Context: an optimization exercise on an open-source flow, tuned for small area and a short achievable clock period. The choices shown serve that exercise and are no tape-out recipe.
Function was checked by simulation only, so behaviour that the tests miss may differ from the original.

==> flow/design.v (outline; a module is shown in full before it is edited, if it fits) <==
// module fpfma: 2580 lines
module fpfma (
    input  wire        clk,
    input  wire [2:0]  op,
    input  wire [31:0] a,
    input  wire [31:0] b,
    input  wire [31:0] c,
    output reg  [31:0] result,
    output reg  [4:0]  flags
);
  // ...
==> flow/run.sh <==
#!/bin/bash
# synth_recipe.tcl (not shown) runs the flow's synth.tcl, then flattens the netlist and writes it again
# the make line also repeats each setting of config.mk as NAME=value (left out here)
make -C /OpenROAD-flow-scripts/flow DESIGN_CONFIG=/design/flow/config.mk WORK_HOME=/design/flow/orfs CLKGATE_MAP_FILE= SYNTH_SCRIPT=/design/flow/synth_recipe.tcl finish
==> flow/config.mk <==
export PLATFORM = sky130hd
export DESIGN_NAME = fpfma
export DESIGN_NICKNAME = fpfma
export VERILOG_FILES = /design/flow/design.v
export SDC_FILE = /design/flow/constraint.sdc
export NUM_CORES = 4
export LEC_CHECK = 0
export ABC_AREA = 1
export CAP_MARGIN = 20
export CORE_MARGIN = 2
export CORE_UTILIZATION = 60
export SETUP_SLACK_MARGIN = 5
export SLEW_MARGIN = 20
==> flow/constraint.sdc <==
create_clock -name core_clock -period 26.0 [get_ports {clk}]
set_input_delay 5.2000 -clock core_clock [delete_from_list [all_inputs] [get_ports {clk}]]
set_output_delay 5.2000 -clock core_clock [all_outputs]
set_load 0.01 [all_outputs]
==> flow_summary_export.csv, run 1 <==
group,metric,value,unit
status,status,"no timing/DRC/antenna violations",
floorplanning,rows,84,
floorplanning,core,0.05234,sq mm
sta,relSlewSlack,0.1922,
yosys,ys.flop_type,"dfxtp_1",
placed_design,globalplace.congestion,1.097,
global_routing,met2_usage,0.6609,
cts,clk_pin_slew,0.06,ns
sta,finalHoldViolCount,0,
global_routing,antenna_found_initial,6,
yosys,synth-edff-count,0,
cells_and_area,buffers,211,
cts,clk_path_buf_depth,2,
worst_hold_path,hold-path-endpoint,"flags[0]$_DFF_P_",
global_routing,gr-usage-met3,0.1348,
detailed_routing,wl_met2,52.12,mm
floorplanning,die_x,233.4,um
yosys,async_flop_share,0,
detailed_routing,first_iter_violations,4830,
worst_hold_path,whs_path_depth,4,
cells_and_area,top_register,"result",
==> run 2: changes to the inputs <==
--- a/flow/config.mk
+++ b/flow/config.mk
@@ -9,5 +9,4 @@
 export CAP_MARGIN = 20
 export CORE_MARGIN = 2
 export CORE_UTILIZATION = 60
-export SETUP_SLACK_MARGIN = 5
 export SLEW_MARGIN = 20
==> run 2 against run 1 <==
Count of clock-buffer cells in the layout stayed put; critical path type unchanged; maximum frequency decreased by 2.5%; critical path depth is 13 higher; cell area is essentially flat; sequential cell count is the same; cell count stayed put.
==> flow_summary_export.csv, run 2 <==
group,metric,value,unit
cells_and_area,layout.cells.non_filler,5511,
yosys,synth_simple_gate_area_frac,0.2974,
detailed_routing,first_iter_violations,4656,
sta,slew_viol_final,0,
detailed_routing,post_drt_via_cell_ratio,6.302,
sta,relSlewSlack,0.2058,
cells_and_area,layout_common_cells,"1,059 x nand2_1, 614 x inv_1, 471 x nand3_1",
status,status,"no timing/DRC/antenna violations",
global_routing,antenna_found_initial,6,
worst_hold_path,hp-class,"in -> reg",
sta,holdWs,5.823,ns
sta,tightest_slew,1.179,ns
yosys,synth_top_area_frac,0.1991,
detailed_routing,vias,34730,
yosys,async_flop_share,0,
yosys,synth_area_leader_cell,"fa_1",
cells_and_area,largestRegisters,"result x32, flags x4",
global_routing,grt_pass1_vias,31430,
yosys,synth.distinct_cells,67,
yosys,ys_seq_area_frac,0.02283,
global_routing,grt_pass1_wl,186.7,mm
floorplanning,core,0.05234,sq mm
critical_path,crit_slowest_cell,"a211oi_1",
critical_path,worst_path_most_repeated_cell,"nand2_1",
cells_and_area,syn_to_final_growth,5.763,%
detailed_routing,finalWirelength,125.1,mm
yosys,muxShareOfSynthArea,0.001585,
cells_and_area,top_register,"result",
cts,clock-sinks,36,
yosys,netlist_area,0.03157,sq mm
global_routing,overflow,0,
critical_path,critPathKind,"in -> reg",
detailed_routing,drc_errors,0,
cells_and_area,num-nets-final,5437,
placed_design,place_hpwl,96.79,mm
yosys,synth-edff-count,0,
cts,clk_path_buf_depth,2,
sta,fmax,0.04875,GHz
sta,finalHoldViolCount,0,
floorplanning,die_y,233.4,um
yosys,synth_top_family_by_area,"simple AND/OR/NAND/NOR gates",
cts,clk_pin_slew,0.06,ns
yosys,synthTopCellsByCount,"1,059 x nand2_1, 614 x inv_1, 471 x nand3_1, 427 x xor2_1, 314 x fa_1",
yosys,synth_nets,5482,
yosys,synth_area_leaders,"fa_1 20%, nand2_1 13%, xor2_1 12%",
floorplanning,dieArea,0.05447,sq mm
sta,layout_min_cycle_time,20.51,ns
global_routing,grt_max_degree,70,
critical_path,critical_path.top_delay_family,"simple AND/OR/NAND/NOR gates",
yosys,synth.most_common_cell,"nand2_1",
cts,cts_root_buf,"clkbuf_16",
yosys,syn_inst,4865,
yosys,synth-xor-area-share,0.1300,
critical_path,arrival,20.64,ns
placed_design,dp_cells,5501,
placed_design,globalplace.congestion,1.097,
cells_and_area,layout-drive-gt1-share,0.04667,
sta,rsz0062_at_grt,"no",
cts,numCtsBuffers,5,
floorplanning,start_util,0.6032,
yosys,yosys_warnings,1,
sta,fin_crit_sh,0.7889,
cts,cts_tree,"built",
floorplanning,ios,137,
worst_hold_path,min_from,"c[22]",
cts,cts_resized,0,
yosys,ys.flop_type,"dfxtp_1",
floorplanning,rows,84,
critical_path,critPathMaxFanout,50,
cts,cts_setup_buffers,0,
detailed_routing,wl_per_cell,22.71,um
cts,h-tree-depth,2,
critical_path,crit_path_start_kind,"primary input",
yosys,yosys.area_share.adder,0.2796,
detailed_routing,drt-pass1-iter-count,7,
yosys,syn_area_per_cell,6.489,sq um
critical_path,crit_start,"a[24]",
cells_and_area,largest_reg_flops,32,
cts,holdBufCountCts,0,
critical_path,crit_required,26.13,ns
yosys,yosys_register_bits,36,
critical_path,end_kind,"flop",
yosys,synth-compound-area-share,0.1521,
job,drv_cap,0,
sta,setup_viol,0,
critical_path,critPathMaxStageDelay,0.72,ns
critical_path,critPathBufInv,13,
floorplanning,die_x,233.4,um
global_routing,grt_usage,0.4481,
cells_and_area,final_common_cell,"nand2_1",
sta,setup_tns,0,ns
detailed_routing,antenna_left,0,
placed_design,io_buffer_count,135,
run 2: cell types whose count changed in the layout (fill, tap and decap cells not counted):
cell,before,now
a211oi_2,1,0
buf_6,1,0
buf_4,75,76
a211oi_1,8,9
nor2_2,18,19
nor2_4,13,12
run 2: stage by stage:
stage                       util  setup slack, ns  instance area (sq um)
final                     0.6379            5.489                  33390
after floorplan                -            10.13                  31570
after detailed placement  0.6349            5.597                  33230
after global placement    0.6349            5.882                  33230
after global routing      0.6379            4.258                  33390
after CTS                 0.6378            5.832                  33380
run 2: logic make-up (layout without fill, tap and decap cells):
family                   after synthesis  count (layout)
XOR/XNOR                             466             466
other                                  1               3
AND/OR/NAND/NOR                     2106            2106
multiplexers                           5               5
AO/OA/AOI/OAI                        810             810
buffers and inverters                924             880
adder cells (fa/ha/maj)              517             517
flip-flops                            36              36
run 2: final cells by class:
cell class                      instances  area, sq um
Fill cell                            5129        18950
Sequential cell                        36        720.7
Inverter                              661         2484
Clock buffer                            7        142.6
Antenna cell                            2        5.005
Clock inverter                          1        7.507
Tap cell                              688        860.8
Timing Repair Buffer                  211         1922
Multi-Input combinational cell       3905        27250
run 2: per-layer routing:
layer | vias up | wire, um | track usage
li1 | 15890 | - | -
met1 | 15890 | 48800 | 0.6032
met2 | 2452 | 52040 | 0.6609
met3 | 489 | 17170 | 0.1348
met4 | 8 | 7079 | 0.1988
met5 | - | 51 | 0
run 2: worst paths after layout:
| check | end | slack, ns | cells after the start |
|---|---|---|---|
| setup / recovery | result[6]$_SDFF_PP0_ | 5.49 | 65 |
| hold / removal | flags[0]$_DFF_P_ | 5.82 | 4 |
==> run 3: changes to the inputs <==
--- a/flow/config.mk
+++ b/flow/config.mk
@@ -5,8 +5,9 @@
 export SDC_FILE = /design/flow/constraint.sdc
 export NUM_CORES = 4
 export LEC_CHECK = 0
-export ABC_AREA = 1
+export ABC_AREA = 0
 export CAP_MARGIN = 20
 export CORE_MARGIN = 2
 export CORE_UTILIZATION = 60
+export SETUP_SLACK_MARGIN = 5
 export SLEW_MARGIN = 20
==> run 3 against run 2 <==
Utilization rose by 1.1 points; cell count decreased by 9.4%; count of clock-buffer cells in the layout is the same; critical endpoint is now result[10]$_SDFF_PP0_; maximum frequency grew 0.41%.
==> flow_summary_export.csv, run 3 <==
group,metric,value,unit
status,status,"no timing/DRC/antenna violations",
placed_design,place_hpwl,107.1,mm
yosys,ys_seq_area_frac,0.02171,
cts,numCtsBuffers,5,
cts,cts_tree,"built",
yosys,synth.distinct_cells,113,
yosys,syn_area_per_cell,7.654,sq um
floorplanning,die_y,239.2,um
critical_path,crit_slowest_cell,"clkdlybuf4s50_1",
cts,clk_path_buf_depth,2,
yosys,synth_top_area_frac,0.1893,
cells_and_area,fin_util,0.6490,
placed_design,io_buffer_count,135,
detailed_routing,antenna_left,0,
placed_design,place_ws,3.062,ns
detailed_routing,first_iter_violations,5346,
job,drv_cap,0,
cts,h-tree-depth,2,
sta,holdWs,5.812,ns
sta,finalHoldViolCount,0,
yosys,synth_area_leader_cell,"fa_1",
cells_and_area,layout_common_cells,"444 x xnor2_1, 317 x nand2_1, 314 x fa_1",
cts,clock-sinks,36,
critical_path,end_kind,"flop",
yosys,synth_nets,4955,
yosys,synth_area_leaders,"fa_1 19%, xnor2_1 12%, ha_1 7.6%",
global_routing,grt_max_degree,70,
sta,setup_tns,0,ns
global_routing,grt_usage,0.4949,
global_routing,grt_pass1_wl,214.5,mm
cts,cts_root_buf,"clkbuf_16",
sta,slew_viol_final,0,
sta,relSlewSlack,0.1073,
yosys,yosys_warnings,1,
worst_hold_path,hp-class,"in -> reg",
floorplanning,die_x,239.2,um
critical_path,crit_required,26.19,ns
global_routing,overflow,0,
sta,setup_viol,0,
cells_and_area,largestRegisters,"result x32, flags x4",
sta,fmax,0.04895,GHz
floorplanning,ios,137,
detailed_routing,wl_per_cell,28.72,um
critical_path,crit_end,"result[10]$_SDFF_PP0_",
floorplanning,core,0.05488,sq mm
cts,holdBufCountCts,0,
yosys,ys.flop_type,"dfxtp_1",
cells_and_area,final_common_cell,"xnor2_1",
yosys,netlist_area,0.03320,sq mm
detailed_routing,post_drt_via_cell_ratio,7.204,
yosys,synth.most_common_cell,"xnor2_1",
detailed_routing,drc_errors,0,
yosys,yosys_register_bits,36,
critical_path,crit_path_start_kind,"primary input",
critical_path,arrival,20.62,ns
yosys,syn_inst,4338,
detailed_routing,vias,35960,
cts,clk_pin_slew,0.05,ns
sta,tightest_slew,1.329,ns
critical_path,crit_start,"a[24]",
cells_and_area,layout-drive-gt1-share,0.07685,
floorplanning,rows,86,
cells_and_area,top_register,"result",
cells_and_area,syn_to_final_growth,7.273,%
detailed_routing,finalWirelength,143.3,mm
sta,rsz0062_at_grt,"no",
sta,post-route-worst-setup-slack,5.573,ns
cells_and_area,largest_reg_flops,32,
critical_path,critPathMaxStageDelay,0.65,ns
critical_path,critPathMaxFanout,37,
sta,fin_crit_sh,0.7857,
critical_path,worst_path_most_repeated_cell,"nor2_1",
cells_and_area,num-nets-final,4898,
sta,layout_min_cycle_time,20.43,ns
critical_path,critPathKind,"in -> reg",
placed_design,globalplace.congestion,1.140,
yosys,synth-edff-count,0,
global_routing,grt_pass1_vias,33640,
worst_hold_path,whs_path_depth,4,
floorplanning,dieArea,0.05724,sq mm
global_routing,antenna_found_initial,5,
cells_and_area,fillCellCount,5057,
floorplanning,start_util,0.6050,
detailed_routing,drt-pass1-iter-count,10,
yosys,async_flop_share,0,
yosys,synthTopCellsByCount,"447 x xnor2_1, 320 x nand2_1, 314 x fa_1, 312 x a22oi_1, 300 x nor2_1",
==> run 3: layer usage <==
metal  track usage  part of all wire  vias up
met4        0.3178             0.083        6
met2        0.7190              0.41     2928
met1        0.6236              0.36    16890
li1              -                 -    15450
met3        0.1716              0.14      688
met5             0           0.00031        -
==> run 3: logic make-up (layout without fill, tap and decap cells) <==
| family | Yosys count | after routing | share of synthesized area |
|---|---|---|---|
| AOI/OAI and AO/OA | 1252 | 1252 | 0.2658 |
| and+or+nand+nor | 1203 | 1204 | 0.1817 |
| buffers and inverters | 647 | 589 | 0.07672 |
| xor gates and xnor gates | 553 | 553 | 0.1467 |
| adders and majority gates | 517 | 517 | 0.2658 |
| muxes | 129 | 129 | 0.04141 |
| DFF | 36 | 36 | 0.02171 |
| other | 1 | 7 | 0.0001129 |
==> run 3: repair_timing <==
action	CTS	global route
endpoints found under the setup margin	34	33
setup buffers	5	11
pin swaps	3	5
resized for setup	23	25
gates cloned	2	0
==> run 3: area by class of cell <==
| class | instances | area (sq um) | share of cell area |
|---|---|---|---|
| Antenna cell | 6 | 15.01 | 0.0004215 |
| Clock buffer | 7 | 152.6 | 0.004286 |
| Inverter | 304 | 1151 | 0.03232 |
| Multi-Input combinational cell | 3656 | 30250 | 0.8492 |
| Sequential cell | 36 | 720.7 | 0.02023 |
| Tap cell | 704 | 880.8 | 0.02473 |
| Timing Repair Buffer | 277 | 2446 | 0.06868 |
| Timing Repair inverter | 1 | 5.005 | 0.0001405 |
==> run 3: worst min path at each step <==
stage / slack [ns] / end / startpoint
2_1_floorplan: 5.42 / flags[0]$_DFF_P_ / b[22]
3_3_place_gp: 5.94 / flags[0] / flags[0]$_DFF_P_
3_5_place_dp: 5.94 / flags[0] / flags[0]$_DFF_P_
4_1_cts: 5.79 / result[3]$_SDFF_PP0_ / c[3]
5_1_grt: 5.82 / result[0]$_SDFF_PP0_ / c[0]
6_report: 5.81 / result[3]$_SDFF_PP0_ / c[3]
==> run 3: per-stage QoR <==
step	instances	instance area [sq um]
6_report	4991	35620
5_1_grt	4985	35600
4_1_cts	4972	35350
3_5_place_dp	4958	35060
3_3_place_gp	4956	35050
2_1_floorplan	4338	33200
==> run 3: worst max-delay path: cells and delay by family <==
family                   cells  cell delay (ns)
AO/OA/AOI/OAI               15             4.28
XOR/XNOR                     4             1.08
adder cells (fa/ha/maj)      5             1.86
buffers and inverters       11             2.90
multiplexers                 2             0.76
AND/OR/NAND/NOR             16             4.41
==> run 4: changes to the inputs <==
==> flow/flow/run.sh (new file) <==
#!/bin/bash
# The standard layout (the standard.sh, unchanged synthesis and
# constraints), with repair_timing asked to keep a larger setup margin so
# that it sizes up the datapath further than the 26 ns clock asks for.
set -o pipefail
bash standard.sh SETUP_SLACK_MARGIN=8 finish > standard_flow.log 2>&1
==> flow/standard.sh (new file) <==
#!/bin/bash
# synth_recipe.tcl (not shown) runs the flow's synth.tcl, then flattens the netlist and writes it again
# the make line also repeats each setting of config.mk as NAME=value (left out here)
make -C /OpenROAD-flow-scripts/flow DESIGN_CONFIG=/design/flow/config.mk WORK_HOME=/design/flow/orfs CLKGATE_MAP_FILE= SYNTH_SCRIPT=/design/flow/synth_recipe.tcl "${@:-finish}"
--- a/flow/config.mk
+++ b/flow/config.mk
@@ -5,9 +5,8 @@
 export SDC_FILE = /design/flow/constraint.sdc
 export NUM_CORES = 4
 export LEC_CHECK = 0
-export ABC_AREA = 0
+export ABC_AREA = 1
 export CAP_MARGIN = 20
 export CORE_MARGIN = 2
 export CORE_UTILIZATION = 60
-export SETUP_SLACK_MARGIN = 5
 export SLEW_MARGIN = 20
removed: flow/run.sh
==> run 4 against run 3 <==
Still clean; sequential cell count did not move; critical path depth increased by 3; via count is 1.1% lower; largest cell class unchanged.
==> flow_summary_export.csv, run 4 <==
group,metric,value,unit
yosys,yosys_register_bits,36,
sta,fin_crit_sh,0.6776,
critical_path,critPathKind,"in -> reg",
floorplanning,start_util,0.6032,
sta,setup_viol,0,
floorplanning,core,0.05234,sq mm
sta,slew_viol_final,0,
cts,h-tree-depth,2,
yosys,synth-edff-count,0,
cts,clock-sinks,36,
yosys,syn_area_per_cell,6.489,sq um
floorplanning,rows,84,
cts,clk_path_buf_depth,2,
global_routing,grt_pass1_wl,191.3,mm
cts,numCtsBuffers,5,
cells_and_area,layout_common_cells,"1,043 x nand2_1, 608 x inv_1, 463 x nand3_1",
sta,layout_min_cycle_time,17.62,ns
cells_and_area,largestRegisters,"result x32, flags x4",
floorplanning,dieArea,0.05447,sq mm
global_routing,overflow,0,
yosys,synth_top_area_frac,0.1991,
sta,setup_tns,0,ns
critical_path,crit_required,26.22,ns
sta,relSlewSlack,0.2181,
placed_design,dp_cells,5501,
floorplanning,die_x,233.4,um
global_routing,grt_pass1_vias,31970,
critical_path,crit_path_start_kind,"primary input",
yosys,synth.distinct_cells,67,
yosys,syn_inst,4865,
critical_path,end_kind,"flop",
cells_and_area,fillCellCount,4993,
cells_and_area,multiInputGateArea,0.02775,sq mm
yosys,async_flop_share,0,
yosys,ys.flop_type,"dfxtp_1",
critical_path,arrival,17.84,ns
detailed_routing,wl_per_cell,23.19,um
job,drv_cap,0,
worst_hold_path,hp-class,"in -> reg",
critical_path,crit_slowest_cell,"fa_2",
detailed_routing,drt-pass1-iter-count,9,
detailed_routing,finalWirelength,129.9,mm
global_routing,grt_max_degree,70,
yosys,synthTopCellsByCount,"1,059 x nand2_1, 614 x inv_1, 471 x nand3_1, 427 x xor2_1, 314 x fa_1",
placed_design,io_buffer_count,135,
cells_and_area,syn_to_final_growth,9.984,%
global_routing,grt_usage,0.4616,
cells_and_area,regArea,720.7,sq um
cts,clk_pin_slew,0.05,ns
floorplanning,ios,137,
cells_and_area,largest_reg_flops,32,
critical_path,critPathMaxFanout,60,
sta,rsz0062_at_grt,"no",
cts,cts_tree,"built",
placed_design,globalplace.congestion,1.097,
critical_path,critPathMaxStageDelay,0.65,ns
sta,tightest_slew,1.161,ns
yosys,synth.most_common_cell,"nand2_1",
yosys,yosys_warnings,1,
status,status,"no timing/DRC/antenna violations",
detailed_routing,drc_errors,0,
sta,finalHoldViolCount,0,
detailed_routing,vias,35580,
cells_and_area,top_register,"result",
cts,cts_root_buf,"clkbuf_16",
detailed_routing,post_drt_via_cell_ratio,6.349,
cells_and_area,layout.cells.non_filler,5604,
placed_design,place_hpwl,96.79,mm
yosys,netlist_area,0.03157,sq mm
yosys,synth_nets,5482,
floorplanning,die_y,233.4,um
critical_path,worst_path_most_repeated_cell,"nand2_1",
detailed_routing,first_iter_violations,5083,
yosys,synth_area_leader_cell,"fa_1",
yosys,synth_area_leaders,"fa_1 20%, nand2_1 13%, xor2_1 12%",
global_routing,antenna_found_initial,4,
cells_and_area,final_common_cell,"nand2_1",
cells_and_area,num-nets-final,5530,
detailed_routing,antenna_left,0,
sta,fmax,0.05676,GHz
yosys,ys_seq_area_frac,0.02283,
cells_and_area,layout-drive-gt1-share,0.07611,
==> run 4: cell count changes after synthesis, moves of 67 or more <==
cell,before,now
o22ai_1,59,295
a21oi_1,220,153
inv_1,290,614
xor2_1,104,427
xnor2_1,447,36
mux2i_1,101,5
nand3_1,99,471
nand2_1,320,1059
a22oi_1,312,0
clkbuf_1,244,174
o21ai_0,141,208
==> run 4: final timing paths <==
check	from	slack, ns	endpoint	cells past startpoint
max	op[1]	8.38	result[25]$_SDFF_PP1_	56
min	b[30]	5.83	result[31]$_SDFF_PP0_	7
==> run 4: per-stage QoR <==
step,utilization,cell area [sq um],hold WS (ns),worst slack [ns]
floorplan,-,31570,5.451,10.13
global placement,0.6349,33230,5.935,5.882
detailed placement,0.6349,33230,5.934,5.597
CTS,0.6476,33900,5.810,7.976
global route,0.6633,34720,5.868,7.893
finish,0.6634,34720,5.825,8.383
==> run 4: timing repair <==
action,4_1_cts,5_1_grt
cloned,11,6
hold buffers,0,0
setup endpoints to repair,35,35
buffers inserted,25,51
resized for setup,36,96
hold endpoints to repair,0,0
pin swaps,14,31
==> run 4: kinds of logic after synthesis <==
family,after synthesis,synth area share
AOI/OAI and AO/OA,810,0.1521
DFF,36,0.02283
xor gates and xnor gates,466,0.1300
muxes,5,0.001585
and+or+nand+nor,2106,0.2974
adders and majority gates,517,0.2796
buffers and inverters,924,0.1164
other,1,0.0001188
==> run 4: cell type report <==
cell class	count	share of cell area
inverters	661	0.07290
diodes	2	0.0001441
repair buffers	288	0.07791
flip-flops and latches	36	0.02076
well taps	688	0.02479
multi-input cells	3921	0.7992
clock buffers	7	0.004108
clock inverters	1	0.0002162
==> run 4: critical path: cells and delay by family <==
kind                       cells  cell delay [ns]
xor gates and xnor gates       2             0.31
adders and majority gates      7             3.36
AOI/OAI and AO/OA              8             1.80
and+or+nand+nor               29             4.44
buffers and inverters         10             2.58
==> run 4: routing by layer <==
layer  wire length (um)  up-vias  global-route usage
li1                   -    16130                   -
met1              49480    16290              0.6133
met2              53580     2580              0.6728
met4               8198        4              0.2253
met3              18670      574              0.1494
met5                 23        -                   0
==> run 5: changes to the inputs <==
==> flow/flow/run.sh (replaced) <==
#!/bin/bash
# The standard layout (the standard.sh: its synthesis, floorplan, power
# grid and constraints unchanged) with two changes to how it optimises:
#  - repair_timing is asked to keep a larger setup margin, so that it sizes
#    up the datapath beyond what the 26 ns clock asks for;
#  - every input and output port still gets its own buffer, but a buf_4
#    instead of the delay buffer buffer_ports picks by default.
# The whole make output goes to standard_flow.log.
set -o pipefail
bash standard.sh "BUFFER_PORTS_ARGS=-buffer_cell sky130_fd_sc_hd__buf_4" SETUP_SLACK_MARGIN=9 finish > standard_flow.log 2>&1
==> run 5 against run 4 <==
Die area did not move; setup slack improved by 0.84 ns; sequential share of layout area barely moved; sequential cell count did not move; non-clock buffer count rose by 25; critical path depth rose by 6.
==> flow_summary_export.csv, run 5 <==
group,metric,value,unit
global_routing,overflow,0,
cts,cts_tree,"built",
detailed_routing,first_iter_violations,5059,
critical_path,crit_end,"result[10]$_SDFF_PP0_",
detailed_routing,drt-pass1-iter-count,9,
critical_path,worst_path_most_repeated_cell,"nand2_1",
sta,tightest_slew,1.173,ns
detailed_routing,post_drt_via_cell_ratio,6.411,
sta,finalHoldViolCount,0,
cells_and_area,layout-drive-gt1-share,0.1193,
detailed_routing,finalWirelength,133.8,mm
critical_path,crit_required,26.14,ns
detailed_routing,vias,36080,
detailed_routing,wl_per_cell,23.77,um
cts,clock-sinks,36,
cts,clk_path_buf_depth,2,
global_routing,grt_pass1_wl,196.6,mm
floorplanning,start_util,0.6032,
placed_design,place_hpwl,99.04,mm
yosys,async_flop_share,0,
critical_path,crit_start,"b[27]",
detailed_routing,drc_errors,0,
yosys,netlist_area,0.03157,sq mm
sta,fin_crit_sh,0.6452,
critical_path,end_kind,"flop",
yosys,ys.flop_type,"dfxtp_1",
yosys,synthTopCellsByCount,"1,059 x nand2_1, 614 x inv_1, 471 x nand3_1, 427 x xor2_1, 314 x fa_1",
critical_path,arrival,16.92,ns
detailed_routing,antenna_left,0,
floorplanning,die_y,233.4,um
critical_path,crit_slowest_cell,"fa_2",
yosys,synth_top_area_frac,0.1991,
yosys,synth-edff-count,0,
placed_design,globalplace.congestion,1.058,
global_routing,antenna_found_initial,1,
cells_and_area,design_area,0.03505,sq mm
sta,rsz0062_at_grt,"yes",
cells_and_area,syn_to_final_growth,11.02,%
floorplanning,dieArea,0.05447,sq mm
sta,setup_tns,0,ns
floorplanning,ios,137,
yosys,synth_area_leader_cell,"fa_1",
yosys,syn_area_per_cell,6.489,sq um
cells_and_area,fillCellCount,4912,
yosys,synth.distinct_cells,67,
sta,fmax,0.05961,GHz
cells_and_area,largest_reg_flops,32,
sta,relSlewSlack,0.2095,
global_routing,grt_max_degree,70,
critical_path,crit_path_start_kind,"primary input",
yosys,synth.most_common_cell,"nand2_1",
cts,cts_root_buf,"clkbuf_16",
cells_and_area,layout_common_cells,"1,028 x nand2_1, 607 x inv_1, 447 x nand3_1",
sta,slew_viol_final,0,
sta,setup_viol,0,
floorplanning,rows,84,
yosys,syn_inst,4865,
yosys,synth_nets,5482,
cts,numCtsBuffers,5,
yosys,synth_area_leaders,"fa_1 20%, nand2_1 13%, xor2_1 12%",
sta,layout_min_cycle_time,16.78,ns
yosys,yosys_warnings,1,
cts,h-tree-depth,2,
cells_and_area,multiInputGateArea,0.02807,sq mm
global_routing,grt_usage,0.4760,
status,status,"no timing/DRC/antenna violations",
floorplanning,die_x,233.4,um
global_routing,grt_pass1_vias,32750,
critical_path,critPathMaxFanout,32,
yosys,ys_seq_area_frac,0.02283,
critical_path,critPathKind,"in -> reg",
cells_and_area,largestRegisters,"result x32, flags x4",
cells_and_area,final_common_cell,"nand2_1",
job,drv_cap,0,
yosys,yosys_register_bits,36,
placed_design,io_buffer_count,135,
cells_and_area,num-nets-final,5554,
worst_hold_path,hp-class,"in -> reg",
critical_path,critPathMaxStageDelay,0.64,ns
floorplanning,core,0.05234,sq mm
placed_design,place_area,0.03286,sq mm
cells_and_area,regArea,720.7,sq um
cts,clk_pin_slew,0.06,ns
cells_and_area,top_register,"result",
## run 5: cell counts after synthesis
Identical to the previous run, type by type.
## run 5: timing repair
item / in CTS / in global routing
hold buffers: 0 / 0
buffers inserted: 42 / 60
resized for setup: 67 / 157
pin swaps: 25 / 40
setup endpoints to repair: 35 / 35
cloned: 13 / 7
## run 5: layout make-up
type,count,share of cell area
clock inverters,3,0.0006783
clock buffers,5,0.003570
diodes,2,0.0001428
inverters,661,0.07290
multi-input cells,3920,0.8010
flip-flops and latches,36,0.02056
repair buffers,313,0.07661
well taps,688,0.02456
## run 5: per-stage QoR
step / hold slack (ns) / utilization / cells / setup WS, ns
2_1_floorplan: 5.451 / - / 4865 / 10.13
3_3_place_gp: 5.590 / 0.6278 / 5496 / 6.072
3_5_place_dp: 5.590 / 0.6278 / 5496 / 5.829
4_1_cts: 5.459 / 0.6469 / 5559 / 9.002
5_1_grt: 5.469 / 0.6695 / 5626 / 8.780
6_report: 5.473 / 0.6696 / 5628 / 9.224
## run 5: how the worst min path moves through the flow
stage | from | endpoint | cells after the start
2_1_floorplan | b[22] | flags[0]$_DFF_P_ | 2
3_3_place_gp | result[28]$_SDFF_PP1_ | result[28] | 1
3_5_place_dp | result[31]$_SDFF_PP0_ | result[31] | 1
4_1_cts | a[31] | result[31]$_SDFF_PP0_ | 4
5_1_grt | a[31] | result[31]$_SDFF_PP0_ | 4
6_report | a[31] | result[31]$_SDFF_PP0_ | 4
## run 5: cell families after synthesis
group	after synthesis	synth area share
AO/OA/AOI/OAI	810	0.1521
XOR/XNOR	466	0.1300
adder cells (fa/ha/maj)	517	0.2796
buffers and inverters	924	0.1164
flip-flops	36	0.02283
multiplexers	5	0.001585
other	1	0.0001188
AND/OR/NAND/NOR	2106	0.2974
## run 5: metal layers
layer,part of all wire,up-vias,track usage
li1,-,16170,-
met1,0.38,16630,0.6292
met2,0.41,2647,0.7009
met3,0.14,632,0.1323
met4,0.076,0,0.2611
met5,0,-,0
## run 5: critical path: cells and delay by family
family	cells	cell delay [ns]
adders and majority gates	7	3.44
xor gates and xnor gates	3	0.63
AOI/OAI and AO/OA	9	1.57
and+or+nand+nor	32	4.44
buffers and inverters	11	1.53

## separate check: timing with driven ports
The flow's constraints put no driver on any port. The routed layouts listed below were extracted and timed again, unchanged, in two steps. Step 1 sets driving cells, clkbuf_16 on the clock port and buf_2 on the other inputs (assumed; they add their load-dependent delay and slew). Step 2 times the ports against the registers' clock, not the clock port: input delays grow and output delays shrink by t, the midpoint of the rising clock arrivals with the driver on. Slacks: no drivers / after step 1 / after step 2; pairs: no drivers / after step 1.
| run | t, ns | setup slack, ns | worst setup path after step 2 | pins driven straight from the clock port |
|---|---|---|---|---|
| run 1 | 0.310 | 5.994 / 6.004 / 5.694 | input to register | 1 |
| run 2 | 0.312 | 5.489 / 5.479 / 5.167 | input to register | 1 |
| run 3 | 0.306 | 5.573 / 5.575 / 5.269 | input to register | 1 |
| run 4 | 0.312 | 8.383 / 8.393 / 8.081 | input to register | 1 |
| run 5 | 0.316 | 9.224 / 9.212 / 8.896 | input to register | 1 |
After both steps every run listed still meets setup and hold. The setup slack of run 5, which loses most, moves by -0.012 ns with the drivers and by -0.328 ns with both steps.
